Context: an optimization exercise on an open-source flow, tuned for small area, a short achievable clock period and few clock cycles per item. The choices shown serve that exercise and are no tape-out recipe.
Function was not checked in any run shown here: the RTL went through the layout flow alone.

==> flow/design.v <==
module sha256_unit (
    input  wire         clk,
    input  wire         rst,
    input  wire         init,
    input  wire         blk_valid,
    input  wire [511:0] block,
    output wire         busy,
    output wire [255:0] digest
);
    reg  [31:0] a, b, c, d, e, f, g, h;            
    reg  [31:0] hs0, hs1, hs2, hs3, hs4, hs5, hs6, hs7;  
    reg  [31:0] w [0:15];                          
    reg  [31:0] pa, pe;                            
    reg  [5:0]  rnd;                               
    reg         running;
    reg         first;                             
    assign busy   = running;
    assign digest = {a, b, c, d, e, f, g, h};
    wire last     = running & (rnd == 6'd0);       
    wire pre_last = running & (rnd == 6'd63);      
    wire acc_blk  = !running & blk_valid;
    wire run_next = acc_blk | (running & !last);
    wire load_iv  = rst | (!running & init);
    wire go       = running & !rst;
    reg [31:0] k;
    always @(*) begin
        case (rnd)
            6'd0:  k = 32'h428a2f98; 6'd1:  k = 32'h71374491; 6'd2:  k = 32'hb5c0fbcf; 6'd3:  k = 32'he9b5dba5;
            6'd4:  k = 32'h3956c25b; 6'd5:  k = 32'h59f111f1; 6'd6:  k = 32'h923f82a4; 6'd7:  k = 32'hab1c5ed5;
            6'd8:  k = 32'hd807aa98; 6'd9:  k = 32'h12835b01; 6'd10: k = 32'h243185be; 6'd11: k = 32'h550c7dc3;
            6'd12: k = 32'h72be5d74; 6'd13: k = 32'h80deb1fe; 6'd14: k = 32'h9bdc06a7; 6'd15: k = 32'hc19bf174;
            6'd16: k = 32'he49b69c1; 6'd17: k = 32'hefbe4786; 6'd18: k = 32'h0fc19dc6; 6'd19: k = 32'h240ca1cc;
            6'd20: k = 32'h2de92c6f; 6'd21: k = 32'h4a7484aa; 6'd22: k = 32'h5cb0a9dc; 6'd23: k = 32'h76f988da;
            6'd24: k = 32'h983e5152; 6'd25: k = 32'ha831c66d; 6'd26: k = 32'hb00327c8; 6'd27: k = 32'hbf597fc7;
            6'd28: k = 32'hc6e00bf3; 6'd29: k = 32'hd5a79147; 6'd30: k = 32'h06ca6351; 6'd31: k = 32'h14292967;
            6'd32: k = 32'h27b70a85; 6'd33: k = 32'h2e1b2138; 6'd34: k = 32'h4d2c6dfc; 6'd35: k = 32'h53380d13;
            6'd36: k = 32'h650a7354; 6'd37: k = 32'h766a0abb; 6'd38: k = 32'h81c2c92e; 6'd39: k = 32'h92722c85;
            6'd40: k = 32'ha2bfe8a1; 6'd41: k = 32'ha81a664b; 6'd42: k = 32'hc24b8b70; 6'd43: k = 32'hc76c51a3;
            6'd44: k = 32'hd192e819; 6'd45: k = 32'hd6990624; 6'd46: k = 32'hf40e3585; 6'd47: k = 32'h106aa070;
            6'd48: k = 32'h19a4c116; 6'd49: k = 32'h1e376c08; 6'd50: k = 32'h2748774c; 6'd51: k = 32'h34b0bcb5;
            6'd52: k = 32'h391c0cb3; 6'd53: k = 32'h4ed8aa4a; 6'd54: k = 32'h5b9cca4f; 6'd55: k = 32'h682e6ff3;
            6'd56: k = 32'h748f82ee; 6'd57: k = 32'h78a5636f; 6'd58: k = 32'h84c87814; 6'd59: k = 32'h8cc70208;
            6'd60: k = 32'h90befffa; 6'd61: k = 32'ha4506ceb; 6'd62: k = 32'hbef9a3f7; default: k = 32'hc67178f2;
        endcase
    end
    wire [31:0] w0f = w[0] & {32{first}};          
    wire [31:0] s1  = {e[5:0], e[31:6]} ^ {e[10:0], e[31:11]} ^ {e[24:0], e[31:25]};
    wire [31:0] ch  = (e & f) ^ (~e & g);
    wire [31:0] s0  = {a[1:0], a[31:2]} ^ {a[12:0], a[31:13]} ^ {a[21:0], a[31:22]};
    wire [31:0] mj  = (a & b) | (a & c) | (b & c);
    wire [31:0] x1s = pa ^ w0f ^ ch;
    wire [31:0] x1c = {(pa[30:0] & w0f[30:0]) | (pa[30:0] & ch[30:0]) | (w0f[30:0] & ch[30:0]), 1'b0};
    wire [31:0] x2s = x1s ^ x1c ^ mj;
    wire [31:0] x2c = {(x1s[30:0] & x1c[30:0]) | (x1s[30:0] & mj[30:0]) | (x1c[30:0] & mj[30:0]), 1'b0};
    wire [31:0] x3s = x2s ^ x2c ^ s1;
    wire [31:0] x3c = {(x2s[30:0] & x2c[30:0]) | (x2s[30:0] & s1[30:0]) | (x2c[30:0] & s1[30:0]), 1'b0};
    wire [31:0] x4s = x3s ^ x3c ^ s0;
    wire [31:0] x4c = {(x3s[30:0] & x3c[30:0]) | (x3s[30:0] & s0[30:0]) | (x3c[30:0] & s0[30:0]), 1'b0};
    wire [31:0] a_new = x4s + x4c;
    wire [31:0] y1s = pe ^ w0f ^ ch;
    wire [31:0] y1c = {(pe[30:0] & w0f[30:0]) | (pe[30:0] & ch[30:0]) | (w0f[30:0] & ch[30:0]), 1'b0};
    wire [31:0] y2s = y1s ^ y1c ^ s1;
    wire [31:0] y2c = {(y1s[30:0] & y1c[30:0]) | (y1s[30:0] & s1[30:0]) | (y1c[30:0] & s1[30:0]), 1'b0};
    wire [31:0] e_new = y2s + y2c;
    wire [31:0] oph = running ? g : h;
    wire [31:0] opd = running ? c : d;
    wire [31:0] opw = running ? w[1] : 32'd0;
    wire [31:0] pa_next = oph + opw + k + (hs0 & {32{pre_last}});
    wire [31:0] pe_next = opd + oph + opw + k + (hs4 & {32{pre_last}});
    wire [31:0] w1    = w[1];
    wire [31:0] w14   = w[14];
    wire [31:0] ss0   = {w1[6:0], w1[31:7]} ^ {w1[17:0], w1[31:18]} ^ (w1 >> 3);
    wire [31:0] ss1   = {w14[16:0], w14[31:17]} ^ {w14[18:0], w14[31:19]} ^ (w14 >> 10);
    wire [31:0] w_new = ss1 + w[9] + ss0 + w[0];
    wire [31:0] lm = {32{last}};
    integer i;
    always @(posedge clk) begin
        if (rst) begin
            running <= 1'b0;
            first   <= 1'b0;
            rnd     <= 6'd0;
        end else begin
            running <= run_next;
            first   <= acc_blk;
            rnd     <= run_next ? rnd + 6'd1 : 6'd0;
        end
        if (go) begin
            a <= a_new;          b <= a + (hs1 & lm); c <= b + (hs2 & lm); d <= c + (hs3 & lm);
            e <= e_new;          f <= e + (hs5 & lm); g <= f + (hs6 & lm); h <= g + (hs7 & lm);
        end else if (load_iv) begin
            a <= 32'h6a09e667; b <= 32'hbb67ae85; c <= 32'h3c6ef372; d <= 32'ha54ff53a;
            e <= 32'h510e527f; f <= 32'h9b05688c; g <= 32'h1f83d9ab; h <= 32'h5be0cd19;
        end
        if (!running) begin
            hs0 <= a; hs1 <= b; hs2 <= c; hs3 <= d;
            hs4 <= e; hs5 <= f; hs6 <= g; hs7 <= h;
        end
        pa <= pa_next;
        pe <= pe_next;
        for (i = 0; i < 15; i = i + 1)
            w[i] <= running ? w[i+1] : {block[32*i +: 8], block[32*i+8 +: 8],
                                        block[32*i+16 +: 8], block[32*i+24 +: 8]};
        w[15] <= running ? w_new : {block[487:480], block[495:488], block[503:496], block[511:504]};
    end
endmodule
==> flow/run.sh <==
#!/bin/bash
# synth_recipe.tcl (not shown) runs the flow's synth.tcl, then flattens the netlist and writes it again
# the make line also repeats each setting of config.mk as NAME=value (left out here)
make -C /OpenROAD-flow-scripts/flow DESIGN_CONFIG=/design/flow/config.mk WORK_HOME=/design/flow/orfs CLKGATE_MAP_FILE= SYNTH_SCRIPT=/design/flow/synth_recipe.tcl finish
==> flow/config.mk <==
export PLATFORM = sky130hd
export DESIGN_NAME = sha256_unit
export DESIGN_NICKNAME = sha256_unit
export VERILOG_FILES = /design/flow/design.v
export SDC_FILE = /design/flow/constraint.sdc
export NUM_CORES = 4
export LEC_CHECK = 0
export CAP_MARGIN = 20
export CORE_MARGIN = 2
export CORE_UTILIZATION = 40
export SLEW_MARGIN = 20
==> flow/constraint.sdc <==
create_clock -name core_clock -period 10.0 [get_ports {clk}]
set_input_delay 2.0000 -clock core_clock [delete_from_list [all_inputs] [get_ports {clk}]]
set_output_delay 2.0000 -clock core_clock [all_outputs]
set_load 0.01 [all_outputs]
==> reports/summary.txt, run 1 <==
Fin Clk Skew -> 38.7 ps
Worst Setup SP -> e[0]$_SDFFCE_PN1P_
total CTS buffers -> 136
final wirelength -> 270 mm
Routed WL per cell -> 28.2 um
RR Startpoint -> e[0]$_SDFFCE_PN1P_
met2 Usage GRT -> 49.2%
synth cell count leaders -> dfxtp_1 (616), edfxtp_1 (512), mux2_2 (507)
Worst path depth -> 20
HPWL Detailed -> 214 mm
number of global-route vias before repair -> 51392
crit path to -> a[27]$_SDFFCE_PN1P_
kind of start point of the critical path -> flop
Rows -> 152
Yosys reg bits -> 1128
GRT Overall Usage -> 30.0%
Chip Height -> 420 um
post_cts resized -> 0
async set or reset register ratio after synthesis -> 0%
final net count -> 8410
Worst-path clk slew -> 60 ps
Crit path arrival time -> 7390 ps
Max-Cap Viols -> 0
layout cells sized above 1 -> 11.4%
Largest register FFs -> 512
Avg Vias per Cell -> 5.46
post-CTS setup buffer count -> 0
largest family of logic cells by synthesized area -> adder cells
initial DRC count -> 4467
P&R area growth vs syn -> 21.7%
syn nets -> 7665
Worst slew margin -> 17.5%
CP endpoint kind -> flop
Finished Core Util -> 49.0%
Initial Util -> 40.3%
placed inst area -> 0.0795 mm^2
GR peak layer -> met2
synthesized area -> 0.0691 mm^2
drt drc -> 0
Detail Route Antenna Nets -> 0
die area -> 0.176 mm^2
worst-path cell chain -> mux2i_1 > inv_1 > fa_1 > fa_1 > inv_1 > fa_1 > inv_1 > fa_1 > ha_1 > fa_1 > a211oi_1 > nor2_1 > o31ai_1 > a2111oi_2 > nor4_1 > o31ai_1 > a311oi_1 > o21bai_1 > xnor2_1 > nand2_1
met1 Use GR -> 37.7%
Synth Area in Compound Gates -> 12.3%
Worst R2R End -> a[27]$_SDFFCE_PN1P_
crit-path max FO -> 7
Max Clk Rate -> 145 MHz
RSZ-0062 raised after global routing -> false
clock latency on the worst-skew pair -> 820 ps
global route overflow -> 0
Syn Inst Count -> 6407
Clock Path Buffers -> 3
Biggest register -> w
most used cell, CP -> fa_1
first-pass GRT wire length -> 376 mm
sequential-to-total area share from yosys stat -> 40.1%
Yosys top cell by area -> edfxtp_1
Adder-Cell Fraction of Synth Area -> 17.6%
Synth Area in Simple Gates -> 9.80%
CP Buf/Inv Count -> 3
clock root buffer master -> clkbuf_16
most common cell in the netlist -> dfxtp_1
library cells used by synthesis -> 80
Core Area -> 0.172 mm^2
Final min period -> 6870 ps
WS Path Type -> flop to flop
kind of cell adding the most delay to the critical path -> adder cells
post-synth top area share -> 22.2%
Post-synth EDFFs -> 512
Syn Area/Cell -> 10.8 um^2
CP Data Required Time -> 10520 ps
Clock Sinks -> 1128
Ys Warns -> 2
met3 usage -> 6.63%
Die X -> 420 um
initial antenna violation count -> 45
Ports -> 773
CP max-delay cell -> edfxtp_1
worst reg2reg path depth -> 20
Final GP Congestion -> 0.978
max incr delay on CP -> 600 ps
HP Class -> flop to flop
Tcrit/Tclk final -> 68.7%
setup TNS -> 0 ps
H-Tree Depth -> 4
final hold violations -> 0
via count -> 52364
1st-pass router iterations -> 6
top_reg_cell synth -> dfxtp_1
status -> timing/DRC/antenna clean
r2r setup slk -> 3130 ps
Slew Limit Fails -> 0
synth top area cells -> edfxtp_1 (22%), dfxtp_1 (18%), fa_1 (11%)
Final setup viols -> 0
largest net degree at the start of global routing -> 160
I/O Buffers -> 772
# hold bufs at CTS -> 0
multiplexer area fraction after synthesis -> 9.08%
Final Instance Area -> 0.0841 mm^2
TritonCTS clock tree -> built
Slew @ Worst Pin -> 1220 ps
post-synthesis xor/xnor area fraction -> 7.13%
## layer usage
layer	vias to the layer above	wire length (um)
met4	32	13700
met5	-	213
li1	23882	-
met3	475	19400
met1	25983	109000
met2	1992	128000
## layout make-up
| cell class | count | area [um^2] |
|---|---|---|
| fillers | 15756 | 87600 |
| multi-input cells | 4560 | 38800 |
| flip-flops and latches | 1128 | 27700 |
| repair buffers | 840 | 8310 |
| clock buffers | 189 | 3800 |
| well taps | 2310 | 2890 |
| inverters | 486 | 1830 |
| clock inverters | 56 | 728 |
| diodes | 16 | 40.0 |
## stage by stage
stage          instances  setup slack (ps)  hold WS [ps]
3_5_place_dp        9324              3040           438
3_3_place_gp        9324              3070           436
6_report            9585              3130           438
2_1_floorplan       6407              1530           433
4_1_cts             9569              3190           436
5_1_grt             9577              2740           449
## cell families after synthesis
logic type,Yosys count
AO/OA/AOI/OAI,1316
XOR/XNOR,563
adder cells (fa/ha/maj),746
buffers and inverters,719
flip-flops,1128
multiplexers,564
AND/OR/NAND/NOR,1371
## worst min path at each step
stage | startpoint | endpoint | slack, ps | cells past startpoint
2_1_floorplan | w[11][31]$_DFF_P_ | w[10][31]$_DFF_P_ | 430 | 1
3_3_place_gp | w[15][25]$_DFF_P_ | w[14][25]$_DFF_P_ | 440 | 1
3_5_place_dp | w[6][3]$_DFF_P_ | w[5][3]$_DFF_P_ | 440 | 1
4_1_cts | w[4][2]$_DFF_P_ | w[3][2]$_DFF_P_ | 440 | 1
5_1_grt | w[3][10]$_DFF_P_ | w[2][10]$_DFF_P_ | 450 | 1
6_report | w[4][2]$_DFF_P_ | w[3][2]$_DFF_P_ | 440 | 1
## placed cells by master, fill, tap and decap left out, types with 15 or more instances in the layout
master	instances
nand2b_1	44
mux2i_1	57
edfxtp_1	512
mux2_2	507
and3_1	29
o21bai_1	44
inv_1	480
fa_1	380
o21a_1	61
nand2_1	375
or3_1	15
clkdlybuf4s50_1	772
a211o_1	17
diode_2	16
nand4_1	21
or2_2	20
a21oi_1	353
a211oi_1	55
dfxtp_1	615
o211ai_1	32
nand3_1	73
nor2_1	300
clkbuf_1	37
clkbuf_16	139
a21o_1	221
xnor2_1	353
o21ai_0	272
buf_4	62
and2_1	296
a21boi_0	16
ha_1	362
nor2b_1	50
o211a_1	15
nor3_1	77
o31a_1	16
clkinv_2	17
xor2_1	206
a31oi_1	50
==> run 2, diff against run 1 <==
--- a/flow/design.v
+++ b/flow/design.v
@@ -16,11 +16,11 @@
     reg         first;                             
     assign busy   = running;
-    assign digest = {a, b, c, d, e, f, g, h};
+    assign digest = {hs0, hs1, hs2, hs3, hs4, hs5, hs6, hs7};
     wire last     = running & (rnd == 6'd0);       
     wire pre_last = running & (rnd == 6'd63);      
+    wire tail     = running & ((rnd == 6'd62) | (rnd == 6'd63) | (rnd == 6'd0));  
     wire acc_blk  = !running & blk_valid;
     wire run_next = acc_blk | (running & !last);
     wire load_iv  = rst | (!running & init);
-    wire go       = running & !rst;
     reg [31:0] k;
     always @(*) begin
@@ -63,6 +63,6 @@
     wire [31:0] y2c = {(y1s[30:0] & y1c[30:0]) | (y1s[30:0] & s1[30:0]) | (y1c[30:0] & s1[30:0]), 1'b0};
     wire [31:0] e_new = y2s + y2c;
-    wire [31:0] oph = running ? g : h;
-    wire [31:0] opd = running ? c : d;
+    wire [31:0] oph = running ? g : hs7;
+    wire [31:0] opd = running ? c : hs3;
     wire [31:0] opw = running ? w[1] : 32'd0;
     wire [31:0] pa_next = oph + opw + k + (hs0 & {32{pre_last}});
@@ -73,5 +73,6 @@
     wire [31:0] ss1   = {w14[16:0], w14[31:17]} ^ {w14[18:0], w14[31:19]} ^ (w14 >> 10);
     wire [31:0] w_new = ss1 + w[9] + ss0 + w[0];
-    wire [31:0] lm = {32{last}};
+    wire [31:0] sum_a = hs3 + a;
+    wire [31:0] sum_e = hs7 + e;
     integer i;
     always @(posedge clk) begin
@@ -85,14 +86,23 @@
             rnd     <= run_next ? rnd + 6'd1 : 6'd0;
         end
-        if (go) begin
-            a <= a_new;          b <= a + (hs1 & lm); c <= b + (hs2 & lm); d <= c + (hs3 & lm);
-            e <= e_new;          f <= e + (hs5 & lm); g <= f + (hs6 & lm); h <= g + (hs7 & lm);
-        end else if (load_iv) begin
-            a <= 32'h6a09e667; b <= 32'hbb67ae85; c <= 32'h3c6ef372; d <= 32'ha54ff53a;
-            e <= 32'h510e527f; f <= 32'h9b05688c; g <= 32'h1f83d9ab; h <= 32'h5be0cd19;
+        if (running) begin
+            a <= a_new; b <= a; c <= b; d <= c;
+            e <= e_new; f <= e; g <= f; h <= g;
+        end else begin
+            a <= hs0; b <= hs1; c <= hs2; d <= hs3;
+            e <= hs4; f <= hs5; g <= hs6; h <= hs7;
         end
-        if (!running) begin
-            hs0 <= a; hs1 <= b; hs2 <= c; hs3 <= d;
-            hs4 <= e; hs5 <= f; hs6 <= g; hs7 <= h;
+        if (load_iv) begin
+            hs0 <= 32'h6a09e667; hs1 <= 32'hbb67ae85; hs2 <= 32'h3c6ef372; hs3 <= 32'ha54ff53a;
+            hs4 <= 32'h510e527f; hs5 <= 32'h9b05688c; hs6 <= 32'h1f83d9ab; hs7 <= 32'h5be0cd19;
+        end else begin
+            if (last) begin
+                hs0 <= a_new;
+                hs4 <= e_new;
+            end
+            if (tail) begin
+                hs1 <= sum_a; hs2 <= hs1; hs3 <= hs2;
+                hs5 <= sum_e; hs6 <= hs5; hs7 <= hs6;
+            end
         end
         pa <= pa_next;
==> run 2 against run 1 <==
  * Count of clock-buffer cells in the layout shrank 23
  * Non-clock buffer count shrank 17
  * Fmax increased by 4.0%
  * Register-to-register slack improved by 270 ps
  * Die area decreased by 13%
  * Sequential cell count decreased by 64
  * Critical path depth fell by 3
  * Global-route usage is 1.5 points higher
  * Critical path type unchanged
  * Synthesized cell count fell by 4.4%
  * Highest routed layer unchanged
  * First-iteration DRC count grew 1.5%
==> reports/summary.txt, run 2 <==
Clock Path Buffers -> 3 (unchanged)
Post-synth EDFFs -> 0 (was 512)
Final GP Congestion -> 0.996 (was 0.978)
syn nets -> 7255 (was 7665)
CP max-delay cell -> mux2i_1 (was edfxtp_1)
Biggest register -> w (unchanged)
Ys Warns -> 2 (unchanged)
via count -> 48217 (was 52364)
max incr delay on CP -> 970 ps (was 600 ps)
CP endpoint kind -> flop (unchanged)
Worst slew margin -> 10.9% (was 17.5%)
initial antenna violation count -> 42 (was 45)
Chip Height -> 392 um (was 420 um)
Ports -> 773 (unchanged)
FILL cells -> 14027 (was 15756)
GRT Overall Usage -> 31.5% (was 30.0%)
Largest register FFs -> 512 (unchanged)
post-CTS setup buffer count -> 0 (unchanged)
Slew @ Worst Pin -> 1300 ps (was 1220 ps)
synth cell count leaders -> dfxtp_1 (1064), mux2_2 (654), nand2_1 (635) (was dfxtp_1 (616), edfxtp_1 (512), mux2_2 (507))
Syn Inst Count -> 6124 (was 6407)
Yosys reg bits -> 1064 (was 1128)
synth top area cells -> dfxtp_1 (35%), fa_1 (12%), mux2_2 (12%) (was edfxtp_1 (22%), dfxtp_1 (18%), fa_1 (11%))
clock root buffer master -> clkbuf_16 (unchanged)
library cells used by synthesis -> 82 (was 80)
post-place setup slack -> 2960 ps (was 3040 ps)
Die X -> 392 um (was 420 um)
CP Data Required Time -> 10660 ps (was 10520 ps)
Final WS setup -> 3390 ps (was 3130 ps)
status -> timing/DRC/antenna clean (unchanged)
Initial Util -> 40.3% (about the same)
kind of cell adding the most delay to the critical path -> compound AO/OA/AOI/OAI gates (was adder cells)
r2r setup slk -> 3390 ps (was 3130 ps)
largest net degree at the start of global routing -> 182 (was 160)
first-pass GRT wire length -> 344 mm (was 376 mm)
end point of the worst hold path -> w[14][22]$_DFF_P_ (was w[3][2]$_DFF_P_)
final net count -> 7858 (was 8410)
Slew Limit Fails -> 0 (unchanged)
final wirelength -> 251 mm (was 270 mm)
global route overflow -> 0 (unchanged)
Final min period -> 6610 ps (was 6870 ps)
crit-path max FO -> 107 (was 7)
initial DRC count -> 4536 (was 4467)
Worst Hold Depth -> 1 (unchanged)
TritonCTS clock tree -> built (unchanged)
1st-pass router iterations -> 9 (was 6)
sequential-to-total area share from yosys stat -> 35.3% (was 40.1%)
RR Startpoint -> running$_SDFF_PP0_ (was e[0]$_SDFFCE_PN1P_)
CP Buf/Inv Count -> 2 (was 3)
Yosys top cell by area -> dfxtp_1 (was edfxtp_1)
clock latency on the worst-skew pair -> 790 ps (was 820 ps)
Crit path arrival time -> 7270 ps (was 7390 ps)
Max-Cap Viols -> 0 (unchanged)
worst reg2reg path depth -> 17 (was 20)
Max Clk Rate -> 151 MHz (was 145 MHz)
I/O Buffers -> 772 (unchanged)
leading cell type in the layout, fill and taps excluded -> dfxtp_1 (was clkdlybuf4s50_1)
P&R area growth vs syn -> 22.7% (was 21.7%)
most used cell, CP -> fa_1 (unchanged)
Avg Vias per Cell -> 5.45 (was 5.46)
layout cells sized above 1 -> 13.9% (was 11.4%)
Syn Area/Cell -> 9.85 um^2 (was 10.8 um^2)
Fin Clk Skew -> 65.9 ps (was 38.7 ps)
RSZ-0062 raised after global routing -> false (unchanged)
Worst R2R End -> pe[30]$_DFF_P_ (was a[27]$_SDFFCE_PN1P_)
top_reg_cell synth -> dfxtp_1 (unchanged)
Clock Sinks -> 1064 (was 1128)
Tcrit/Tclk final -> 66.1% (was 68.7%)
async set or reset register ratio after synthesis -> 0% (unchanged)
HP Class -> flop to flop (unchanged)
Detail Route Antenna Nets -> 0 (unchanged)
# hold bufs at CTS -> 0 (unchanged)
Routed WL per cell -> 28.3 um (was 28.2 um)
Worst-path clk slew -> 60 ps (about the same)
commonest cells after routing, fill and taps aside -> dfxtp_1 (1063), clkdlybuf4s50_1 (772), mux2_2 (654) (was clkdlybuf4s50_1 (772), dfxtp_1 (615), edfxtp_1 (512))
H-Tree Depth -> 3 (was 4)
worst-path cell chain -> buf_12 > mux2i_1 > fa_1 > inv_1 > fa_1 > fa_1 > ha_1 > a21o_1 > a21oi_1 > nand2_1 > a21oi_1 > nor4b_1 > o41a_1 > a21o_1 > nand2b_1 > nand2_1 > xor2_1 (was mux2i_1 > inv_1 > fa_1 > fa_1 > inv_1 > fa_1 > inv_1 > fa_1 > ha_1 > fa_1 > a211oi_1 > nor2_1 > o31ai_1 > a2111oi_2 > nor4_1 > o31ai_1 > a311oi_1 > o21bai_1 > xnor2_1 > nand2_1)
die area -> 0.154 mm^2 (was 0.176 mm^2)
HP Start -> w[15][22]$_DFF_P_ (was w[4][2]$_DFF_P_)
Core Area -> 0.150 mm^2 (was 0.172 mm^2)
area of the multi-input gates -> 0.0363 mm^2 (was 0.0388 mm^2)
most common cell in the netlist -> dfxtp_1 (unchanged)
Rows -> 142 (was 152)
total CTS buffers -> 117 (was 136)
drt drc -> 0 (unchanged)
post_cts resized -> 0 (unchanged)
Final setup viols -> 0 (unchanged)
final hold violations -> 0 (unchanged)
HPWL Detailed -> 203 mm (was 214 mm)
sequential cell area -> 0.0213 mm^2 (was 0.0277 mm^2)
kind of start point of the critical path -> flop (unchanged)
synthesized area -> 0.0603 mm^2 (was 0.0691 mm^2)
number of global-route vias before repair -> 46302 (was 51392)
post-synth top area share -> 35.3% (was 22.2%)
setup TNS -> 0 ps (unchanged)
WS Path Type -> flop to flop (unchanged)
## run 2: cell count changes in the layout (fill, tap and decap cells not counted), sizes merged, moves of 51 or more
cell    change
nand2     +257
mux2      +147
ha        -123
and2      -227
and3       +51
o21ai      -71
xor2       -65
edfxtp    -512
nand3      +74
dfxtp     +448
inv        -73
nor2       -80
a21o       -75
## run 2: cell type report
type,count,share of cell area [%]
repair buffers,823,11.1
diodes,13,0.0440
clock inverters,50,0.894
clock buffers,166,4.65
well taps,2016,3.41
flip-flops and latches,1064,28.8
multi-input cells,4304,49.0
inverters,417,2.12
## run 2: worst max path at each step
stage,start,endpoint,slack (ps),cells past startpoint
after floorplan,running$_SDFF_PP0_,pe[29]$_DFF_P_,4370,25
after global placement,rst,k[26]$_DFF_P_,3070,13
after detailed placement,rst,k[22]$_DFF_P_,2960,12
after CTS,running$_SDFF_PP0_,pe[29]$_DFF_P_,3500,21
after global routing,e[19]$_DFF_P_,hs0[31]$_SDFFE_PP0P_,3260,19
final,running$_SDFF_PP0_,pe[30]$_DFF_P_,3390,17
## run 2: per-layer routing
layer	vias up	wire, um	GRT usage [%]
met3	347	21100	7.02
met5	-	215	0
met4	34	10000	12.1
met2	2004	113000	48.9
li1	22015	-	-
met1	23817	107000	42.7
## run 2: metrics by stage
step	instances	util, %	instance area (um^2)	hold slack [ps]
2_1_floorplan	6124	-	60300	433
3_3_place_gp	8623	46.6	69800	436
3_5_place_dp	8623	46.6	69800	439
4_1_cts	8839	49.4	73900	421
5_1_grt	8846	49.4	74000	439
6_report	8853	49.4	74000	418
## run 2: logic make-up (layout without fill, tap and decap cells)
logic type               Yosys count  in the layout  synth area share (%)
XOR/XNOR                         486            486                  7.06
AO/OA/AOI/OAI                   1136           1136                  11.9
buffers and inverters            756           1456                  4.72
AND/OR/NAND/NOR                 1327           1327                  9.93
adder cells (fa/ha/maj)          619            619                  17.5
other                              0             13                     0
flip-flops                      1064           1064                  35.3
multiplexers                     736            736                  13.6
==> run 3, diff against run 2 <==
--- a/flow/design.v
+++ b/flow/design.v
@@ -51,11 +51,11 @@
     wire [31:0] x1s = pa ^ w0f ^ ch;
     wire [31:0] x1c = {(pa[30:0] & w0f[30:0]) | (pa[30:0] & ch[30:0]) | (w0f[30:0] & ch[30:0]), 1'b0};
-    wire [31:0] x2s = x1s ^ x1c ^ mj;
-    wire [31:0] x2c = {(x1s[30:0] & x1c[30:0]) | (x1s[30:0] & mj[30:0]) | (x1c[30:0] & mj[30:0]), 1'b0};
-    wire [31:0] x3s = x2s ^ x2c ^ s1;
-    wire [31:0] x3c = {(x2s[30:0] & x2c[30:0]) | (x2s[30:0] & s1[30:0]) | (x2c[30:0] & s1[30:0]), 1'b0};
-    wire [31:0] x4s = x3s ^ x3c ^ s0;
-    wire [31:0] x4c = {(x3s[30:0] & x3c[30:0]) | (x3s[30:0] & s0[30:0]) | (x3c[30:0] & s0[30:0]), 1'b0};
-    wire [31:0] a_new = x4s + x4c;
+    wire [31:0] z1s = mj ^ s1 ^ s0;
+    wire [31:0] z1c = {(mj[30:0] & s1[30:0]) | (mj[30:0] & s0[30:0]) | (s1[30:0] & s0[30:0]), 1'b0};
+    wire [31:0] x2s = x1s ^ x1c ^ z1s;
+    wire [31:0] x2c = {(x1s[30:0] & x1c[30:0]) | (x1s[30:0] & z1s[30:0]) | (x1c[30:0] & z1s[30:0]), 1'b0};
+    wire [31:0] x3s = x2s ^ x2c ^ z1c;
+    wire [31:0] x3c = {(x2s[30:0] & x2c[30:0]) | (x2s[30:0] & z1c[30:0]) | (x2c[30:0] & z1c[30:0]), 1'b0};
+    wire [31:0] a_new = x3s + x3c;
     wire [31:0] y1s = pe ^ w0f ^ ch;
     wire [31:0] y1c = {(pe[30:0] & w0f[30:0]) | (pe[30:0] & ch[30:0]) | (w0f[30:0] & ch[30:0]), 1'b0};
==> run 3 against run 2 <==
  * Still clean on timing, DRC and antenna
  * Final area grew 0.45%
  * Core utilization is essentially flat
  * Non-clock buffer count grew 11
  * Critical path depth shrank 2
  * Clock skew shrank 26 ps
  * Synthesized cell count grew 0.69%
  * Die area grew 0.65%
  * Area after synthesis grew 0.66%
  * Setup slack gained 6.5 ps
  * Count of clock-buffer cells in the layout shrank 5
  * First-iteration DRC count grew 3.4%
==> reports/summary.txt, run 3 <==
1st-pass router iterations -> 6 (was 9)
GRT Overall Usage -> 31.9% (was 31.5%)
RSZ-0062 raised after global routing -> false (unchanged)
r2r setup slk -> 3400 ps (was 3390 ps)
synth top area cells -> dfxtp_1 (35%), fa_1 (13%), mux2_2 (13%) (was dfxtp_1 (35%), fa_1 (12%), mux2_2 (12%))
Finished Core Util -> 49.5% (was 49.4%)
global route overflow -> 0 (unchanged)
final hold violations -> 0 (unchanged)
Post-synth EDFFs -> 0 (unchanged)
Clock Sinks -> 1064 (unchanged)
Initial Util -> 40.4% (was 40.3%)
Syn Area/Cell -> 9.85 um^2 (about the same)
top_reg_cell synth -> dfxtp_1 (unchanged)
syn nets -> 7321 (was 7255)
final net count -> 7937 (was 7858)
FILL cells -> 14047 (was 14027)
kind of start point of the critical path -> flop (unchanged)
synth cell count leaders -> dfxtp_1 (1064), mux2_2 (713), nand2_1 (608) (was dfxtp_1 (1064), mux2_2 (654), nand2_1 (635))
HP Class -> flop to flop (unchanged)
layout cells sized above 1 -> 14.6% (was 13.9%)
Yosys top cell by area -> dfxtp_1 (unchanged)
# hold bufs at CTS -> 0 (unchanged)
Max-Cap Viols -> 0 (unchanged)
WS Path Type -> flop to flop (unchanged)
post-CTS setup buffer count -> 0 (unchanged)
via count -> 49049 (was 48217)
Ys Warns -> 2 (unchanged)
Ports -> 773 (unchanged)
Final GP Congestion -> 1.01 (was 0.996)
P&R area growth vs syn -> 22.4% (was 22.7%)
async set or reset register ratio after synthesis -> 0% (unchanged)
status -> timing/DRC/antenna clean (unchanged)
die area -> 0.155 mm^2 (was 0.154 mm^2)
Final setup viols -> 0 (unchanged)
setup TNS -> 0 ps (unchanged)
Biggest register -> w (unchanged)
Tcrit/Tclk final -> 66.0% (was 66.1%)
initial antenna violation count -> 38 (was 42)
commonest cells after routing, fill and taps aside -> dfxtp_1 (1062), clkdlybuf4s50_1 (772), mux2_2 (713) (was dfxtp_1 (1063), clkdlybuf4s50_1 (772), mux2_2 (654))
Worst-path clk slew -> 60 ps (about the same)
Avg Vias per Cell -> 5.51 (was 5.45)
Max Clk Rate -> 151 MHz (about the same)
most common cell in the netlist -> dfxtp_1 (unchanged)
Finished Layout Cells -> 8906 (was 8853)
Worst slew margin -> 21.9% (was 10.9%)
Final min period -> 6600 ps (was 6610 ps)
CP endpoint kind -> flop (unchanged)
Clock Path Buffers -> 3 (unchanged)
synthesized area -> 0.0607 mm^2 (was 0.0603 mm^2)
total CTS buffers -> 117 (unchanged)
Slew Limit Fails -> 0 (unchanged)
I/O Buffers -> 772 (unchanged)
Largest register FFs -> 512 (unchanged)
CP Data Required Time -> 10640 ps (was 10660 ps)
final wirelength -> 255 mm (was 251 mm)
library cells used by synthesis -> 78 (was 82)
H-Tree Depth -> 3 (unchanged)
Detail Route Antenna Nets -> 0 (unchanged)
Fin Clk Skew -> 39.5 ps (was 65.9 ps)
Die X -> 394 um (was 392 um)
Yosys reg bits -> 1064 (unchanged)
Routed WL per cell -> 28.7 um (was 28.3 um)
Chip Height -> 394 um (was 392 um)
Placed Cells incl. Taps -> 8679 (was 8623)
Min Hold Slack -> 440 ps (was 418 ps)
crit-path max FO -> 84 (was 107)
Syn Inst Count -> 6166 (was 6124)
clock latency on the worst-skew pair -> 790 ps (about the same)
TritonCTS clock tree -> built (unchanged)
post_cts resized -> 0 (unchanged)
clock root buffer master -> clkbuf_16 (unchanged)
Rows -> 142 (unchanged)
Core Area -> 0.150 mm^2 (about the same)
first-pass GRT wire length -> 357 mm (was 344 mm)
Slew @ Worst Pin -> 1160 ps (was 1300 ps)
HPWL Detailed -> 208 mm (was 203 mm)
drt drc -> 0 (unchanged)
sequential-to-total area share from yosys stat -> 35.1% (was 35.3%)
number of global-route vias before repair -> 47552 (was 46302)
post-synth top area share -> 35.1% (was 35.3%)
leading cell type in the layout, fill and taps excluded -> dfxtp_1 (unchanged)
initial DRC count -> 4688 (was 4536)
largest net degree at the start of global routing -> 162 (was 182)
Crit path arrival time -> 7240 ps (was 7270 ps)
[run 3: changes by cell type after synthesis, sizes merged, moves of 18 or more]
cell,before,now
fa,376,403
and3,81,63
mux2i,82,40
inv,416,510
mux2,654,713
nand2,636,609
xnor2,344,300
[run 3: through the flow]
step | instance area, um^2 | worst slack, ps
after detailed placement | 70300 | 3560
final | 74300 | 3400
after floorplan | 60700 | 4190
after global routing | 74300 | 3150
after CTS | 74300 | 3510
after global placement | 70300 | 3660
[run 3: kinds of logic (layout without fill, tap and decap cells)]
group                    Yosys count  in the layout  synth area share [%]
AO/OA/AOI/OAI                   1109           1109                  11.4
flip-flops                      1064           1064                  35.1
AND/OR/NAND/NOR                 1300           1300                  9.67
adder cells (fa/ha/maj)          640            640                  18.2
XOR/XNOR                         451            451                  6.50
other                              0             10                     0
multiplexers                     753            753                  13.9
buffers and inverters            849           1563                  5.28
[run 3: critical path: stages (launching register included)]
cell and delay, ps:
dfxtp_4 840, buf_4 470, buf_4 860, and2_1 360, fa_1 460, fa_1 440, ha_1 370, nor2b_1 160
o31a_1 260, nor3b_1 190, a21oi_1 150, o41ai_1 760, o31ai_1 340, a31oi_1 330, o21ai_0 180, xnor2_1 150
[run 3: cell type report]
class | instances | area (um^2) | area share, %
Clock buffer | 161 | 3310 | 4.46
Antenna cell | 10 | 25.0 | 0.0337
Multi-Input combinational cell | 4253 | 36300 | 48.8
Timing Repair Buffer | 834 | 8230 | 11.1
Inverter | 512 | 1920 | 2.59
Sequential cell | 1064 | 21300 | 28.7
Clock inverter | 56 | 733 | 0.986
Tap cell | 2016 | 2520 | 3.39
[run 3: worst paths after layout]
kind / from / to / cells after the start
max: running$_SDFF_PP0_ / pa[31]$_DFF_P_ / 15
min: w[6][7]$_DFF_P_ / w[5][7]$_DFF_P_ / 1
max reg2reg: running$_SDFF_PP0_ / pa[31]$_DFF_P_ / 15
min reg2reg: w[6][7]$_DFF_P_ / w[5][7]$_DFF_P_ / 1
[run 3: metal layers]
metal	GRT usage, %	routed length (um)	share of wire, %	up-vias
li1	-	-	-	22071
met4	11.3	10400	4.1	34
met3	6.56	21000	8.2	403
met5	0	213	0.083	-
met1	43.4	109000	43	24417
met2	50.2	115000	45	2124
==> run 4, diff against run 3 <==
--- a/flow/config.mk
+++ b/flow/config.mk
@@ -9,3 +9,4 @@
 export CORE_MARGIN = 2
 export CORE_UTILIZATION = 40
+export SETUP_SLACK_MARGIN = 5
 export SLEW_MARGIN = 20
==> run 4 against run 3 <==
  * Critical path type unchanged
  * Register-to-register slack better by 1400 ps
  * Critical endpoint is now a[30]$_DFF_P_
==> reports/summary.txt, run 4 <==
Syn Area/Cell -> 9.85 um^2 (unchanged)
Fin Clk Skew -> 90.1 ps (was 39.5 ps)
GRT Overall Usage -> 32.2% (was 31.9%)
Yosys reg bits -> 1064 (unchanged)
initial antenna violation count -> 32 (was 38)
Ports -> 773 (unchanged)
met3 usage -> 6.15% (was 6.56%)
Final min period -> 5230 ps (was 6600 ps)
Crit path arrival time -> 5850 ps (was 7240 ps)
Clock Path Buffers -> 3 (unchanged)
commonest cells after routing, fill and taps aside -> dfxtp_1 (981), clkdlybuf4s50_1 (772), mux2_2 (695) (was dfxtp_1 (1062), clkdlybuf4s50_1 (772), mux2_2 (713))
Finished Core Util -> 51.4% (was 49.5%)
crit-path max FO -> 6 (was 84)
FILL cells -> 13664 (was 14047)
final hold violations -> 0 (unchanged)
H-Tree Depth -> 3 (unchanged)
number of global-route vias before repair -> 48055 (was 47552)
top_reg_cell synth -> dfxtp_1 (unchanged)
total CTS buffers -> 119 (was 117)
Worst slew margin -> 16.6% (was 21.9%)
met2 Usage GRT -> 50.4% (was 50.2%)
Initial Util -> 40.4% (unchanged)
Core Area -> 0.150 mm^2 (unchanged)
Synth Area in Compound Gates -> 11.4% (unchanged)
largest net degree at the start of global routing -> 188 (was 162)
post-synthesis xor/xnor area fraction -> 6.50% (unchanged)
GR peak layer -> met2 (unchanged)
1st-pass router iterations -> 6 (unchanged)
sequential-to-total area share from yosys stat -> 35.1% (unchanged)
initial DRC count -> 4934 (was 4688)
Clock Sinks -> 1064 (unchanged)
library cells used by synthesis -> 78 (unchanged)
async set or reset register ratio after synthesis -> 0% (unchanged)
synth cell count leaders -> dfxtp_1 (1064), mux2_2 (713), nand2_1 (608) (unchanged)
setup TNS -> 0 ps (unchanged)
met1 Use GR -> 43.6% (was 43.4%)
Slew Limit Fails -> 0 (unchanged)
drt drc -> 0 (unchanged)
Ys Warns -> 2 (unchanged)
Biggest register -> w (unchanged)
RSZ-0062 raised after global routing -> true (was false)
clock latency on the worst-skew pair -> 810 ps (was 790 ps)
Largest register FFs -> 512 (unchanged)
Routed WL per cell -> 28.9 um (was 28.7 um)
Avg Vias per Cell -> 5.53 (was 5.51)
sequential cell area -> 0.0215 mm^2 (was 0.0213 mm^2)
largest family of logic cells by synthesized area -> adder cells (unchanged)
Post-synth EDFFs -> 0 (unchanged)
global route overflow -> 0 (unchanged)
Adder-Cell Fraction of Synth Area -> 18.2% (unchanged)
Slew @ Worst Pin -> 1220 ps (was 1160 ps)
multiplexer area fraction after synthesis -> 13.9% (unchanged)
status -> timing/DRC/antenna clean (unchanged)
synth top area cells -> dfxtp_1 (35%), fa_1 (13%), mux2_2 (13%) (unchanged)
Final setup viols -> 0 (unchanged)
area of the multi-input gates -> 0.0378 mm^2 (was 0.0363 mm^2)
Syn Inst Count -> 6166 (unchanged)
WS Path Type -> flop to flop (unchanged)
final wirelength -> 259 mm (was 255 mm)
final net count -> 8017 (was 7937)
Yosys top cell by area -> dfxtp_1 (unchanged)
Rows -> 142 (unchanged)
HP Class -> flop to flop (unchanged)
layout cells sized above 1 -> 19.7% (was 14.6%)
Max-Cap Viols -> 0 (unchanged)
via count -> 49685 (was 49049)
syn nets -> 7321 (unchanged)
# hold bufs at CTS -> 0 (unchanged)
Final GP Congestion -> 1.01 (about the same)
synthesized area -> 0.0607 mm^2 (unchanged)
Die X -> 394 um (unchanged)
leading cell type in the layout, fill and taps excluded -> dfxtp_1 (unchanged)
HPWL Detailed -> 205 mm (was 208 mm)
post-synth top area share -> 35.1% (unchanged)
kind of start point of the critical path -> flop (unchanged)
most common cell in the netlist -> dfxtp_1 (unchanged)
Tcrit/Tclk final -> 52.3% (was 66.0%)
I/O Buffers -> 772 (unchanged)
Chip Height -> 394 um (unchanged)
first-pass GRT wire length -> 360 mm (was 357 mm)
Max Clk Rate -> 191 MHz (was 151 MHz)
TritonCTS clock tree -> built (unchanged)
CP Data Required Time -> 10620 ps (was 10640 ps)
Detail Route Antenna Nets -> 0 (unchanged)
P&R area growth vs syn -> 27.1% (was 22.4%)
clock root buffer master -> clkbuf_16 (unchanged)
die area -> 0.155 mm^2 (unchanged)
CP endpoint kind -> flop (unchanged)
Synth Area in Simple Gates -> 9.67% (unchanged)
Worst-path clk slew -> 60 ps (about the same)
run 4: cell counts after synthesis:
Identical to the previous run, type by type.
run 4: worst paths after layout:
check / endpoint / slack [ps] / depth (start not counted) / startpoint
max: a[30]$_DFF_P_ / 4770 / 18 / e[10]$_DFF_P_
min: w[7][7]$_DFF_P_ / 450 / 1 / w[8][7]$_DFF_P_
min reg2reg: w[7][7]$_DFF_P_ / 450 / 1 / w[8][7]$_DFF_P_
max reg2reg: a[30]$_DFF_P_ / 4770 / 18 / e[10]$_DFF_P_
run 4: timing repair:
item / CTS / global route
cloned: 4 / 5
pin swaps: 23 / 54
setup endpoints to repair: 122 / 82
buffers inserted: 25 / 54
resized for setup: 232 / 209
run 4: area by class of cell:
type	instances	area share [%]
Multi-Input combinational cell	4253	49.0
Sequential cell	1064	27.9
Timing Repair Buffer	912	12.0
Clock buffer	172	4.48
Tap cell	2016	3.27
Inverter	512	2.50
Clock inverter	50	0.926
Antenna cell	13	0.0421
run 4: layer usage:
metal,share of wire [%],routed length [um],vias to the layer above
met5,0.066,172,-
met4,4.6,12100,28
met3,8.5,22000,468
met2,45,116000,2352
met1,42,109000,24615
li1,-,-,22222
run 4: worst max-delay path, cell delays in order, from the launching register on:
cell and delay [ps]:
dfxtp_4 390, xnor2_2 230, xnor2_2 160, inv_1 90, fa_1 510, inv_1 60, fa_1 550, fa_1 460
ha_4 280, nor2b_2 160, o31a_1 330, o311ai_4 370, a21oi_4 160, a2111oi_4 350, nor2_2 100, o41ai_4 280
o31ai_2 110, xor2_1 180, mux2_2 270
run 4: through the flow:
| step | std cells | hold slack (ps) | setup slack (ps) | instance area [um^2] |
|---|---|---|---|---|
| after floorplan | 6166 | 433 | 5000 | 60800 |
| after global placement | 8668 | 436 | 3550 | 70200 |
| after detailed placement | 8668 | 438 | 3560 | 70200 |
| after CTS | 8919 | 448 | 4750 | 75700 |
| after global routing | 8983 | 458 | 4710 | 77200 |
| final | 8992 | 448 | 4770 | 77200 |
run 4: cell families (layout without fill, tap and decap cells):
logic type | Yosys count | after routing
other | 0 | 13
AND/OR/NAND/NOR | 1300 | 1300
AO/OA/AOI/OAI | 1109 | 1109
XOR/XNOR | 451 | 451
multiplexers | 753 | 753
flip-flops | 1064 | 1064
adder cells (fa/ha/maj) | 640 | 640
buffers and inverters | 849 | 1646
==> run 5, diff against run 4 <==
--- a/flow/config.mk
+++ b/flow/config.mk
@@ -9,4 +9,4 @@
 export CORE_MARGIN = 2
 export CORE_UTILIZATION = 40
-export SETUP_SLACK_MARGIN = 5
+export SETUP_SLACK_MARGIN = 2
 export SLEW_MARGIN = 20
==> run 5 against run 4 <==
  * Still clean
  * First-iteration DRC count down 5.0%
  * Register-to-register slack lost 1400 ps
  * Sequential cell count did not move
  * Via count is 1.3% lower
  * Die area unchanged
  * Critical path type unchanged
  * Largest cell class unchanged
==> reports/summary.txt, run 5 <==
Post-synth EDFFs -> 0 (unchanged)
end point of the worst hold path -> w[5][7]$_DFF_P_ (was w[7][7]$_DFF_P_)
via count -> 49049 (was 49685)
CP Data Required Time -> 10640 ps (was 10620 ps)
clock latency on the worst-skew pair -> 790 ps (was 810 ps)
Ports -> 773 (unchanged)
Final GP Congestion -> 1.01 (about the same)
Tcrit/Tclk final -> 66.0% (was 52.3%)
async set or reset register ratio after synthesis -> 0% (unchanged)
kind of start point of the critical path -> flop (unchanged)
GRT Overall Usage -> 31.9% (was 32.2%)
Syn Inst Count -> 6166 (unchanged)
Biggest register -> w (unchanged)
Syn Area/Cell -> 9.85 um^2 (unchanged)
CP endpoint kind -> flop (unchanged)
clock root buffer master -> clkbuf_16 (unchanged)
Final setup viols -> 0 (unchanged)
Max Clk Rate -> 151 MHz (was 191 MHz)
WS Path Type -> flop to flop (unchanged)
worst-path cell chain -> buf_4 > buf_4 > and2_1 > fa_1 > fa_1 > ha_1 > nor2b_1 > o31a_1 > nor3b_1 > a21oi_1 > o41ai_1 > o31ai_1 > a31oi_1 > o21ai_0 > xnor2_1 (was xnor2_2 > xnor2_2 > inv_1 > fa_1 > inv_1 > fa_1 > fa_1 > ha_4 > nor2b_2 > o31a_1 > o311ai_4 > a21oi_4 > a2111oi_4 > nor2_2 > o41ai_4 > o31ai_2 > xor2_1 > mux2_2)
RSZ-0062 raised after global routing -> false (was true)
status -> timing/DRC/antenna clean (unchanged)
Clock Path Buffers -> 3 (unchanged)
post-synth top area share -> 35.1% (unchanged)
number of global-route vias before repair -> 47552 (was 48055)
Synth Area in Simple Gates -> 9.67% (unchanged)
CP max-delay cell -> buf_4 (was fa_1)
Yosys top cell by area -> dfxtp_1 (unchanged)
Ys Warns -> 2 (unchanged)
sequential-to-total area share from yosys stat -> 35.1% (unchanged)
# hold bufs at CTS -> 0 (unchanged)
Yosys reg bits -> 1064 (unchanged)
Slew Limit Fails -> 0 (unchanged)
Final min period -> 6600 ps (was 5230 ps)
post-synthesis xor/xnor area fraction -> 6.50% (unchanged)
die area -> 0.155 mm^2 (unchanged)
Largest register FFs -> 512 (unchanged)
Initial Util -> 40.4% (unchanged)
syn nets -> 7321 (unchanged)
drt drc -> 0 (unchanged)
H-Tree Depth -> 3 (unchanged)
initial antenna violation count -> 38 (was 32)
Clock Sinks -> 1064 (unchanged)
first-pass GRT wire length -> 357 mm (was 360 mm)
TritonCTS clock tree -> built (unchanged)
Worst Hold Depth -> 1 (unchanged)
largest family of logic cells by synthesized area -> adder cells (unchanged)
post_cts resized -> 0 (was 232)
post-CTS setup buffer count -> 0 (was 25)
r2r setup slk -> 3400 ps (was 4770 ps)
total CTS buffers -> 117 (was 119)
global route overflow -> 0 (unchanged)
Max-Cap Viols -> 0 (unchanged)
library cells used by synthesis -> 78 (unchanged)
P&R area growth vs syn -> 22.4% (was 27.1%)
Detail Route Antenna Nets -> 0 (unchanged)
max incr delay on CP -> 860 ps (was 550 ps)
HPWL Detailed -> 208 mm (was 205 mm)
Routed WL per cell -> 28.7 um (was 28.9 um)
Synth Area in Compound Gates -> 11.4% (unchanged)
layout cells sized above 1 -> 14.6% (was 19.7%)
final net count -> 7937 (was 8017)
Die X -> 394 um (unchanged)
Worst R2R End -> pa[31]$_DFF_P_ (was a[30]$_DFF_P_)
Chip Height -> 394 um (unchanged)
Core Area -> 0.150 mm^2 (unchanged)
RR Startpoint -> running$_SDFF_PP0_ (was e[10]$_DFF_P_)
HP Start -> w[6][7]$_DFF_P_ (was w[8][7]$_DFF_P_)
Worst slew margin -> 21.9% (was 16.6%)
Placed Cells incl. Taps -> 8679 (was 8668)
setup TNS -> 0 ps (unchanged)
synthesized area -> 0.0607 mm^2 (unchanged)
synth top area cells -> dfxtp_1 (35%), fa_1 (13%), mux2_2 (13%) (unchanged)
Worst-path clk slew -> 60 ps (about the same)
final wirelength -> 255 mm (was 259 mm)
worst reg2reg path depth -> 15 (was 18)
initial DRC count -> 4688 (was 4934)
HP Class -> flop to flop (unchanged)
Avg Vias per Cell -> 5.51 (was 5.53)
1st-pass router iterations -> 6 (unchanged)
Crit path arrival time -> 7240 ps (was 5850 ps)
Rows -> 142 (unchanged)
multiplexer area fraction after synthesis -> 13.9% (unchanged)
Fin Clk Skew -> 39.5 ps (was 90.1 ps)
largest net degree at the start of global routing -> 162 (was 188)
crit-path max FO -> 84 (was 6)
leading cell type in the layout, fill and taps excluded -> dfxtp_1 (unchanged)
I/O Buffers -> 772 (unchanged)
Slew @ Worst Pin -> 1160 ps (was 1220 ps)
synth cell count leaders -> dfxtp_1 (1064), mux2_2 (713), nand2_1 (608) (unchanged)
top_reg_cell synth -> dfxtp_1 (unchanged)
Finished Layout Cells -> 8906 (was 8992)
final hold violations -> 0 (unchanged)
most common cell in the netlist -> dfxtp_1 (unchanged)
commonest cells after routing, fill and taps aside -> dfxtp_1 (1062), clkdlybuf4s50_1 (772), mux2_2 (713) (was dfxtp_1 (981), clkdlybuf4s50_1 (772), mux2_2 (695))
Adder-Cell Fraction of Synth Area -> 18.2% (unchanged)
[run 5: cell count changes in the layout (fill, tap and decap cells not counted), sizes merged]
| cell | change |
|---|---|
| buf | -71 |
| clkbuf | -16 |
| clkinv | +6 |
| clkinvlp | -3 |
| diode | -3 |
| inv | +3 |
| bufbuf | -2 |
[run 5: kinds of logic (layout without fill, tap and decap cells)]
group | count (synthesis) | after routing
muxes | 753 | 753
adders and majority gates | 640 | 640
and+or+nand+nor | 1300 | 1300
xor gates and xnor gates | 451 | 451
other | 0 | 10
buffers and inverters | 849 | 1563
DFF | 1064 | 1064
AOI/OAI and AO/OA | 1109 | 1109
[run 5: critical path, delay by kind of cell, from the launching register on]
kind,cells,cell delay [ps]
AOI/OAI and AO/OA,6,2020
xor gates and xnor gates,1,150
adders and majority gates,3,1270
buffers and inverters,2,1330
and+or+nand+nor,3,710
DFF,1,840
[run 5: metrics by stage]
stage                     area [um^2]  hold slack [ps]  setup WS [ps]  utilization, %
final                           74300              440           3400            49.5
after global routing            74300              454           3150            49.4
after CTS                       74300              433           3510            49.4
after detailed placement        70300              439           3560            46.7
after global placement          70300              436           3660            46.7
after floorplan                 60700              433           4190               -
[run 5: cell type report]
class / count / area (um^2)
antenna: 10 / 25.0
clock buffer: 161 / 3310
clock inverter: 56 / 733
fill: 14047 / 76000
inverter: 512 / 1920
multi-input combinational: 4253 / 36300
sequential: 1064 / 21300
tap: 2016 / 2520
timing repair buffer: 834 / 8230
[run 5: worst max-delay path by stage]
stage                       start  slack [ps]              to
2_1_floorplan  running$_SDFF_PP0_        4190  pe[31]$_DFF_P_
3_3_place_gp                  rst        3660   k[29]$_DFF_P_
3_5_place_dp   running$_SDFF_PP0_        3560  pa[31]$_DFF_P_
4_1_cts        running$_SDFF_PP0_        3510  pa[31]$_DFF_P_
5_1_grt        running$_SDFF_PP0_        3150  pe[30]$_DFF_P_
6_report       running$_SDFF_PP0_        3400  pa[31]$_DFF_P_
[run 5: routing by layer]
layer	up-vias	global-route usage (%)	routed length (um)
met4	34	11.3	10400
met5	-	0	213
met2	2124	50.2	115000
met1	24417	43.4	109000
met3	403	6.56	21000
li1	22071	-	-
==> run 6, diff against run 5 <==
--- a/flow/design.v
+++ b/flow/design.v
@@ -14,7 +14,8 @@
     reg  [5:0]  rnd;                               
     reg         running;
+    reg         run_p;                             
     reg         first;                             
     assign busy   = running;
-    assign digest = {hs0, hs1, hs2, hs3, hs4, hs5, hs6, hs7};
+    assign digest = {a, hs1, hs2, hs3, e, hs5, hs6, hs7};
     wire last     = running & (rnd == 6'd0);       
     wire pre_last = running & (rnd == 6'd63);      
@@ -23,4 +24,6 @@
     wire run_next = acc_blk | (running & !last);
     wire load_iv  = rst | (!running & init);
+    wire go       = running & !rst;
+    wire pre_last_p = run_p & (rnd == 6'd63);
     reg [31:0] k;
     always @(*) begin
@@ -63,9 +66,9 @@
     wire [31:0] y2c = {(y1s[30:0] & y1c[30:0]) | (y1s[30:0] & s1[30:0]) | (y1c[30:0] & s1[30:0]), 1'b0};
     wire [31:0] e_new = y2s + y2c;
-    wire [31:0] oph = running ? g : hs7;
-    wire [31:0] opd = running ? c : hs3;
-    wire [31:0] opw = running ? w[1] : 32'd0;
-    wire [31:0] pa_next = oph + opw + k + (hs0 & {32{pre_last}});
-    wire [31:0] pe_next = opd + oph + opw + k + (hs4 & {32{pre_last}});
+    wire [31:0] oph = run_p ? g : hs7;
+    wire [31:0] opd = run_p ? c : hs3;
+    wire [31:0] opw = run_p ? w[1] : 32'd0;
+    wire [31:0] pa_next = ((oph + opw) + (hs0 & {32{pre_last_p}})) + k;
+    wire [31:0] pe_next = (((oph + opw) + opd) + (hs4 & {32{pre_last_p}})) + k;
     wire [31:0] w1    = w[1];
     wire [31:0] w14   = w[14];
@@ -79,30 +82,35 @@
         if (rst) begin
             running <= 1'b0;
+            run_p   <= 1'b0;
             first   <= 1'b0;
             rnd     <= 6'd0;
         end else begin
             running <= run_next;
+            run_p   <= (!run_p & blk_valid) | (run_p & (rnd != 6'd0));
             first   <= acc_blk;
             rnd     <= run_next ? rnd + 6'd1 : 6'd0;
         end
+        if (go) begin
+            a <= a_new;
+            e <= e_new;
+        end else if (load_iv) begin
+            a <= 32'h6a09e667;
+            e <= 32'h510e527f;
+        end
         if (running) begin
-            a <= a_new; b <= a; c <= b; d <= c;
-            e <= e_new; f <= e; g <= f; h <= g;
+            b <= a; c <= b; d <= c;
+            f <= e; g <= f; h <= g;
         end else begin
-            a <= hs0; b <= hs1; c <= hs2; d <= hs3;
-            e <= hs4; f <= hs5; g <= hs6; h <= hs7;
+            b <= hs1; c <= hs2; d <= hs3;
+            f <= hs5; g <= hs6; h <= hs7;
+            hs0 <= a;
+            hs4 <= e;
         end
         if (load_iv) begin
-            hs0 <= 32'h6a09e667; hs1 <= 32'hbb67ae85; hs2 <= 32'h3c6ef372; hs3 <= 32'ha54ff53a;
-            hs4 <= 32'h510e527f; hs5 <= 32'h9b05688c; hs6 <= 32'h1f83d9ab; hs7 <= 32'h5be0cd19;
-        end else begin
-            if (last) begin
-                hs0 <= a_new;
-                hs4 <= e_new;
-            end
-            if (tail) begin
-                hs1 <= sum_a; hs2 <= hs1; hs3 <= hs2;
-                hs5 <= sum_e; hs6 <= hs5; hs7 <= hs6;
-            end
+            hs1 <= 32'hbb67ae85; hs2 <= 32'h3c6ef372; hs3 <= 32'ha54ff53a;
+            hs5 <= 32'h9b05688c; hs6 <= 32'h1f83d9ab; hs7 <= 32'h5be0cd19;
+        end else if (tail) begin
+            hs1 <= sum_a; hs2 <= hs1; hs3 <= hs2;
+            hs5 <= sum_e; hs6 <= hs5; hs7 <= hs6;
         end
         pa <= pa_next;
--- a/flow/config.mk
+++ b/flow/config.mk
@@ -9,4 +9,4 @@
 export CORE_MARGIN = 2
 export CORE_UTILIZATION = 40
-export SETUP_SLACK_MARGIN = 2
+export SETUP_SLACK_MARGIN = 5
 export SLEW_MARGIN = 20
==> run 6 against run 5 <==
  * Still clean on timing, DRC and antenna
  * Non-clock buffer count grew 208
  * Clock skew grew 36 ps
  * Area after synthesis grew 1.3%
  * Critical path depth grew 10
  * Cell count grew 2.5%
  * Critical path type unchanged
==> reports/summary.txt, run 6 <==
Detail Route Antenna Nets -> 0 (unchanged)
synth top area cells -> dfxtp_1 (31%), mux2_2 (13%), fa_1 (11%) (was dfxtp_1 (35%), fa_1 (13%), mux2_2 (13%))
kind of start point of the critical path -> flop (unchanged)
Placed Cells incl. Taps -> 8693 (was 8679)
Tcrit/Tclk final -> 61.1% (was 66.0%)
library cells used by synthesis -> 95 (was 78)
Crit path arrival time -> 6820 ps (was 7240 ps)
largest net degree at the start of global routing -> 153 (was 162)
Rows -> 143 (was 142)
Syn Inst Count -> 6130 (was 6166)
Ys Warns -> 2 (unchanged)
final wirelength -> 263 mm (was 255 mm)
Clock Path Buffers -> 3 (unchanged)
synthesized area -> 0.0615 mm^2 (was 0.0607 mm^2)
Max-Cap Viols -> 0 (unchanged)
Core Area -> 0.152 mm^2 (was 0.150 mm^2)
clock latency on the worst-skew pair -> 790 ps (about the same)
final hold violations -> 0 (unchanged)
FILL cells -> 13827 (was 14047)
leading cell type in the layout, fill and taps excluded -> dfxtp_1 (unchanged)
HP Start -> w[7][5]$_DFF_P_ (was w[6][7]$_DFF_P_)
Yosys reg bits -> 1065 (was 1064)
commonest cells after routing, fill and taps aside -> dfxtp_1 (925), clkdlybuf4s50_1 (771), mux2_2 (699) (was dfxtp_1 (1062), clkdlybuf4s50_1 (772), mux2_2 (713))
HPWL Detailed -> 203 mm (was 208 mm)
most common cell in the netlist -> dfxtp_1 (unchanged)
largest family of logic cells by synthesized area -> adder cells (unchanged)
r2r setup slk -> 3890 ps (was 3400 ps)
via count -> 50796 (was 49049)
Slew @ Worst Pin -> 1090 ps (was 1160 ps)
Fin Clk Skew -> 75.6 ps (was 39.5 ps)
top_reg_cell synth -> dfxtp_1 (unchanged)
CP Data Required Time -> 10710 ps (was 10640 ps)
end point of the worst hold path -> w[6][5]$_DFF_P_ (was w[5][7]$_DFF_P_)
Finished Layout Cells -> 9131 (was 8906)
max incr delay on CP -> 830 ps (was 860 ps)
kind of cell adding the most delay to the critical path -> adder cells (was compound AO/OA/AOI/OAI gates)
Avg Vias per Cell -> 5.56 (was 5.51)
crit-path max FO -> 5 (was 84)
final net count -> 8114 (was 7937)
Die X -> 396 um (was 394 um)
Worst Hold Depth -> 1 (unchanged)
RR Startpoint -> w[1][5]$_DFF_P_ (was running$_SDFF_PP0_)
setup TNS -> 0 ps (unchanged)
Syn Area/Cell -> 10.0 um^2 (was 9.85 um^2)
HP Class -> flop to flop (unchanged)
Worst R2R End -> pe[31]$_DFF_P_ (was pa[31]$_DFF_P_)
die area -> 0.157 mm^2 (was 0.155 mm^2)
WS Path Type -> flop to flop (unchanged)
Yosys top cell by area -> dfxtp_1 (unchanged)
synth cell count leaders -> dfxtp_1 (937), mux2_2 (704), nand2_1 (596) (was dfxtp_1 (1064), mux2_2 (713), nand2_1 (608))
P&R area growth vs syn -> 28.8% (was 22.4%)
post-synth top area share -> 30.5% (was 35.1%)
Chip Height -> 396 um (was 394 um)
layout cells sized above 1 -> 21.1% (was 14.6%)
TritonCTS clock tree -> built (unchanged)
RSZ-0062 raised after global routing -> true (was false)
Adder-Cell Fraction of Synth Area -> 16.6% (was 18.2%)
initial antenna violation count -> 39 (was 38)
initial DRC count -> 4886 (was 4688)
Post-synth EDFFs -> 128 (was 0)
Worst slew margin -> 25.2% (was 21.9%)
Clock Sinks -> 1065 (was 1064)
Biggest register -> w (unchanged)
Routed WL per cell -> 28.8 um (was 28.7 um)
Final min period -> 6110 ps (was 6600 ps)
Initial Util -> 40.4% (about the same)
Max Clk Rate -> 164 MHz (was 151 MHz)
Worst-path clk slew -> 60 ps (about the same)
1st-pass router iterations -> 6 (unchanged)
CP Buf/Inv Count -> 5 (was 2)
Synth Area in Compound Gates -> 11.9% (was 11.4%)
GRT Overall Usage -> 32.5% (was 31.9%)
drt drc -> 0 (unchanged)
Ports -> 773 (unchanged)
Synth Area in Simple Gates -> 10.2% (was 9.67%)
sequential-to-total area share from yosys stat -> 36.7% (was 35.1%)
multiplexer area fraction after synthesis -> 13.4% (was 13.9%)
I/O Buffers -> 772 (unchanged)
Final GP Congestion -> 1.02 (was 1.01)
Final setup viols -> 0 (unchanged)
post-synthesis xor/xnor area fraction -> 6.36% (was 6.50%)
CP max-delay cell -> dfxtp_1 (was buf_4)
total CTS buffers -> 119 (was 117)
number of global-route vias before repair -> 49653 (was 47552)
CP endpoint kind -> flop (unchanged)
syn nets -> 7255 (was 7321)
first-pass GRT wire length -> 365 mm (was 357 mm)
status -> timing/DRC/antenna clean (unchanged)
clock root buffer master -> clkbuf_16 (unchanged)
worst reg2reg path depth -> 25 (was 15)
async set or reset register ratio after synthesis -> 0% (unchanged)
# hold bufs at CTS -> 0 (unchanged)
global route overflow -> 0 (unchanged)
H-Tree Depth -> 3 (unchanged)
Largest register FFs -> 512 (unchanged)
Slew Limit Fails -> 0 (unchanged)
## run 6: routing by layer
| layer | up-vias | global-route usage (%) | share of wire (%) |
|---|---|---|---|
| met3 | 567 | 7.45 | 8.9 |
| met2 | 2439 | 55.3 | 48 |
| li1 | 22755 | - | - |
| met1 | 25007 | 39.1 | 38 |
| met4 | 28 | 14.2 | 5.4 |
| met5 | - | 0 | 0.074 |
## run 6: metrics by stage
step | setup WS (ps) | hold WS, ps | utilization [%] | cell area [um^2]
2_1_floorplan | 4170 | 433 | - | 61800
3_3_place_gp | 3160 | 436 | 47.0 | 71500
3_5_place_dp | 3070 | 440 | 47.0 | 71500
4_1_cts | 4070 | 456 | 51.2 | 78000
5_1_grt | 3780 | 460 | 52.0 | 79200
6_report | 3890 | 453 | 52.0 | 79200
## run 6: worst max-delay path by stage
stage,start,slack (ps),endpoint,cells past startpoint
5_1_grt,w[1][5]$_DFF_P_,3780,pe[31]$_DFF_P_,25
2_1_floorplan,run_p$_SDFF_PP0_,4170,pe[31]$_DFF_P_,28
3_5_place_dp,run_p$_SDFF_PP0_,3070,pe[31]$_DFF_P_,23
4_1_cts,run_p$_SDFF_PP0_,4070,pe[31]$_DFF_P_,27
6_report,w[1][5]$_DFF_P_,3890,pe[31]$_DFF_P_,25
3_3_place_gp,run_p$_SDFF_PP0_,3160,pe[31]$_DFF_P_,23
## run 6: kinds of logic after synthesis
group,Yosys count
mux,736
compound gates,1141
buf+inv,774
flops,1065
simple gates,1361
xor+xnor,443
fa+ha+maj,610
## run 6: area by class of cell
class / count / area, um^2 / share of cell area (%)
antenna: 8 / 20.0 / 0.0253
clock inverter: 48 / 663 / 0.837
clock buffer: 177 / 3540 / 4.47
inverter: 469 / 1780 / 2.25
sequential: 1065 / 22600 / 28.6
multi-input combinational: 4292 / 37900 / 47.9
timing repair buffer: 1042 / 10100 / 12.8
tap: 2030 / 2540 / 3.21
## run 6: repair_timing
item	4_1_cts	5_1_grt
setup endpoints to repair	114	155
cloned	2	0
pin swaps	75	95
endpoints found under the hold margin	0	0
gates resized for setup	205	175
setup buffers	152	51
## run 6: worst register-to-register path: cells and delay by family, from the launching register on
| family | cells | cell delay, ps |
|---|---|---|
| simple gates | 6 | 1260 |
| xor+xnor | 2 | 250 |
| compound gates | 8 | 1550 |
| buf+inv | 5 | 570 |
| fa+ha+maj | 4 | 1590 |
| flops | 1 | 830 |

## re-timing with driven ports
How much do the figures lean on ideal ports? The routed layouts below were timed once more, with nothing changed but the port constraints.
Step 1, drivers: a clkbuf_16 drives clk and a buf_2 each remaining input, both assumed.
Step 2 also shifts input and output timing later by t, the mid clock arrival at the registers, as if the neighbouring blocks saw the same clock.
a / b / c = ideal / step 1 / step 2; a / b = the first two.
run	t, ns	slack for setup (ns)	worst setup path at the end	clock arrival spread, ns
run 1	0.896	3.126 / 3.126 / 3.000	input to register	0.046 / 0.046
run 2	0.843	3.392 / 3.392 / 2.799	input to register	0.066 / 0.066
run 3	0.843	3.399 / 3.399 / 3.399	register to register	0.043 / 0.043
run 4	0.852	4.768 / 4.768 / 4.249	input to register	0.091 / 0.092
run 5	0.843	3.399 / 3.399 / 3.399	register to register	0.043 / 0.043
run 6	0.838	3.886 / 3.886 / 3.886	register to register	0.078 / 0.077
After both steps setup and hold are still met in every run listed. For run 2, which loses most, drivers alone change the setup slack by 0.000 ns; drivers and shift together by -0.593 ns.
